What follows belongs to an exercise in optimizing a design on an open flow for small area and a short achievable clock period; a production flow would make more cautious choices. The RTL was checked by simulation tests, not by an equivalence proof against the original design. Power and IR drop assume default switching activity.

Setup of the reference run:
==> flow/design.v (excerpt) <==
module fp32_lane (
    input  wire        clk,
    input  wire        rst,
    input  wire        in_valid,
    input  wire [3:0]  in_op,
    input  wire [31:0] in_a,
    input  wire [31:0] in_b,
    input  wire [31:0] in_c,
    output reg         out_valid,
    output reg  [31:0] out_result,
    output reg  [2:0]  out_flags      
);
For scale: roughly 140 I/O pins, ~0.042 mm² of cells after synthesis.
clock: 24.0 ns
lec_check: 0
cap_margin: 20
core_margin: 2
core_utilization: 60
cts_cluster_diameter: 80
cts_cluster_size: 20
slew_margin: 20
synth_hierarchical: 1
buffer_ports_args: -inputs -outputs -buffer_cell sky130_fd_sc_hd__buf_2
setup_slack_margin: 18.15
standard.sh (not shown) runs the stock make flow with config.mk's settings and CLKGATE_MAP_FILE= SYNTH_SCRIPT=/design/flow/synth_recipe.tcl, a recipe that flattens the netlist after the stock synthesis.
==> flow/flow/run.sh <==
#!/bin/bash
# Layout flow: the standard layout (standard.sh) with two changes:
#  - every input and output port is buffered by a plain buf_2 instead of the
#    default port buffer;
#  - the timing repair after CTS and global routing aims for a setup slack of
#    18.15 ns at the design's 24 ns clock (paths of at most 5.85 ns); the SDC
#    and the clock period are the design's, unchanged.
set -euo pipefail
cat >> config.mk <<'EOC'
export BUFFER_PORTS_ARGS = -inputs -outputs -buffer_cell sky130_fd_sc_hd__buf_2
export SETUP_SLACK_MARGIN = 18.15
EOC
bash standard.sh finish > standard.log 2>&1
The inputs of the trial run differ from those of the reference run as listed below.
diff --git a/flow/design.v b/flow/design.v
--- a/flow/design.v
+++ b/flow/design.v
@@ -115,73 +115,59 @@
     always @(*) begin
         if (f_qnan)      xv = QNAN;
         else if (f_inf)  xv = {f_sgn, 8'hFF, 23'd0};
         else if (f_zero) xv = {f_sgn, 31'd0};
         else             xv = {(x[31] ^ op_neg) & ~op_abs, x[30:0] & {31{~(a_zero & ~op_copy)}}};
     end
     wire [31:0] yv = {y[31], y[30:0] & {31{~b_zero}}};
     wire a_first = f_eq ? sa : f_lt;
     wire pick_b  = op_mm & ~(a_nan & b_nan) & (a_nan | (~b_nan & (a_first ^ op_min)));
     wire [31:0] ov_res = op_cmp ? {32{cmp_t}} : pick_b ? yv : xv;
     wire        ov = ~is_ar | sp;
     wire [23:0] zm = ov ? ov_res[23:0] : {~z_zero, z[22:0] & {23{~z_zero}}};
-    wire [10:0] lo_sum;
-    wire        lo_co;
-    fp32_lane_add #(.N(11), .L(4)) u_ladd (.a(cs_s[10:0]), .b(cs_c[10:0]), .cin(1'b1), .eac(1'b0),
-                                          .s(lo_sum), .co(lo_co));
     reg        r1_v, r1_ov, r1_inv;
-    reg [45:11] r1_s;            
-    reg [46:11] r1_c;
-    reg [10:0] r1_lo;            
-    reg        r1_lc;            
+    reg [47:0] r1_s, r1_c;
     reg [23:0] r1_zm;
     reg        r1_pbig, r1_pz, r1_sub, r1_ps, r1_zs;
     reg [5:0]  r1_sh;
     reg [9:0]  r1_le;
     always @(posedge clk) begin
         if (rst) r1_v <= 1'b0;
         else     r1_v <= r0_v;
         r1_ov   <= ov;
         r1_inv  <= is_ar & sp_inv;
-        r1_s    <= cs_s[45:11];
-        r1_c    <= cs_c[46:11];
-        r1_lo   <= lo_sum;
-        r1_lc   <= lo_co;
+        r1_s    <= cs_s;
+        r1_c    <= cs_c;
         r1_zm   <= zm;
         r1_pbig <= p_big & ~ov;
         r1_pz   <= p_zero | ov;
         r1_sub  <= (ps ^ zs) & ~ov;
         r1_ps   <= ps;
         r1_zs   <= zs;
         r1_sh   <= sh;
         r1_le   <= ov ? {2'b00, ov_res[31:24]} : le;
     end
+    wire [47:0] pm;
     wire [47:0] pmn;
-    wire [36:0] hi_sum;
-    fp32_lane_add #(.N(37), .L(6)) u_padd (.a({2'b10, r1_s}), .b({1'b1, r1_c}), .cin(r1_lc), .eac(1'b0),
-                                          .s(hi_sum), .co());
-    assign pmn = {hi_sum, r1_lo};
-    wire [47:0] pm  = ~pmn;
-    wire        selp = ~r1_pbig & ~r1_pz;
-    wire [47:0] lm  = r1_pbig ? pm : {r1_zm, 16'd0, r1_le[7:0] & {8{r1_ov}}};
-    wire [47:0] sm  = {(r1_pbig ? r1_zm : pm[47:24] & {24{~r1_pz}}), pm[23:0] & {24{selp}}};
-    wire [50:0] a5 = r1_sh[5] ? {32'd0, sm[47:29]} : {sm, 3'b000};
-    wire [50:0] a4 = r1_sh[4] ? {16'd0, a5[50:16]} : a5;
-    wire [50:0] a3 = r1_sh[3] ? {8'd0,  a4[50:8]}  : a4;
-    wire [50:0] a2 = r1_sh[2] ? {4'd0,  a3[50:4]}  : a3;
-    wire [50:0] a1 = r1_sh[1] ? {2'd0,  a2[50:2]}  : a2;
-    wire [50:0] s_sh = r1_sh[0] ? {1'd0,  a1[50:1]}  : a1;
-    wire        s_lost = (r1_sh[5] & (|sm[28:0])) | (r1_sh[4] & (|a5[15:0])) |
-                         (r1_sh[3] & (|a4[7:0])) | (r1_sh[2] & (|a3[3:0])) |
-                         (r1_sh[1] & (|a2[1:0])) | (r1_sh[0] & a1[0]);
+    fp32_lane_add #(.N(48), .L(6)) u_padd (.a(r1_s), .b(r1_c), .cin(1'b1), .eac(1'b0), .s(pmn), .co());
+    wire [47:0] pmz = ~pmn & {48{~r1_pz}};
+    wire [47:0] cm2 = {r1_zm, 24'd0};
+    wire [47:0] lm  = r1_pbig ? pmz : {r1_zm, 16'd0, r1_le[7:0] & {8{r1_ov}}};
+    wire [47:0] sm  = r1_pbig ? cm2 : pmz;
+    wire [50:0] s_fr = {sm, 3'b000};
+    wire [50:0] s_sh = s_fr >> r1_sh;
+    reg  [50:0] lmask;
+    integer k;
+    always @(*) for (k = 0; k < 51; k = k + 1) lmask[k] = (r1_sh > k);
+    wire        s_lost = |(s_fr & lmask);
     reg        r2_v, r2_ov, r2_inv;
     reg [47:0] r2_l;
     reg [50:0] r2_s;
     reg [9:0]  r2_le;
     reg        r2_sub, r2_ls, r2_ss;
     always @(posedge clk) begin
         if (rst) r2_v <= 1'b0;
         else     r2_v <= r1_v;
         r2_ov  <= r1_ov;
         r2_inv <= r1_inv;
         r2_l   <= lm;
         r2_s   <= {s_sh[50:1], s_sh[0] | s_lost} ^ {51{r1_sub}};
--- outcome ---
The trial run did not stop at any stage, and its layout met the timing, DRC and antenna checks.
Between the reference run and the trial run, the shortest clock period the worst path allows after layout is higher for the reference run.
The trial run against the reference run: final cell count picked up an extra about 0.65%, share of final-layout standard cells stronger than drive strength 1 lost 0.19 points, synthesized cell count picked up an extra about 1%.
Summary — worst setup slack, the trial run relative to the reference run: higher, by 0.029 ns.
The trial run vs the reference run: via count of the first global-routing pass up in the trial run
The trial run vs the reference run: proportion of power drawn by combinational gates up

[separate check: timing with driven ports]
No port has a modelled driver above. Below, the same layouts with a new extraction and two added sets of constraints. Step 1: set_driving_cell puts a clkbuf_16 on clk and a buf_2 on each other input, an assumption about the parent block. Step 2 adds t to the input delays and takes it off the output delays; t is the mean of the earliest and latest rising clock arrival at the registers after step 1. Input paths then give back, and output paths get back, about the clock's delay inside the block. Three values: ideal ports, drivers, drivers and shift; two values: the first two.
run | t, ns | setup slack, ns | hold WS [ns] | worst slew at a driven data input, ns
the reference run | 0.673 | 18.148 / 18.074 / 17.868 | 0.326 / 0.326 / 0.326 | 0.05
the trial run | 0.647 | 18.177 / 18.108 / 17.954 | 0.330 / 0.330 / 0.330 | 0.06
After both steps setup and hold are still met in every run listed. The setup slack of the reference run, which loses most, moves by -0.074 ns with the drivers and by -0.280 ns with both steps.
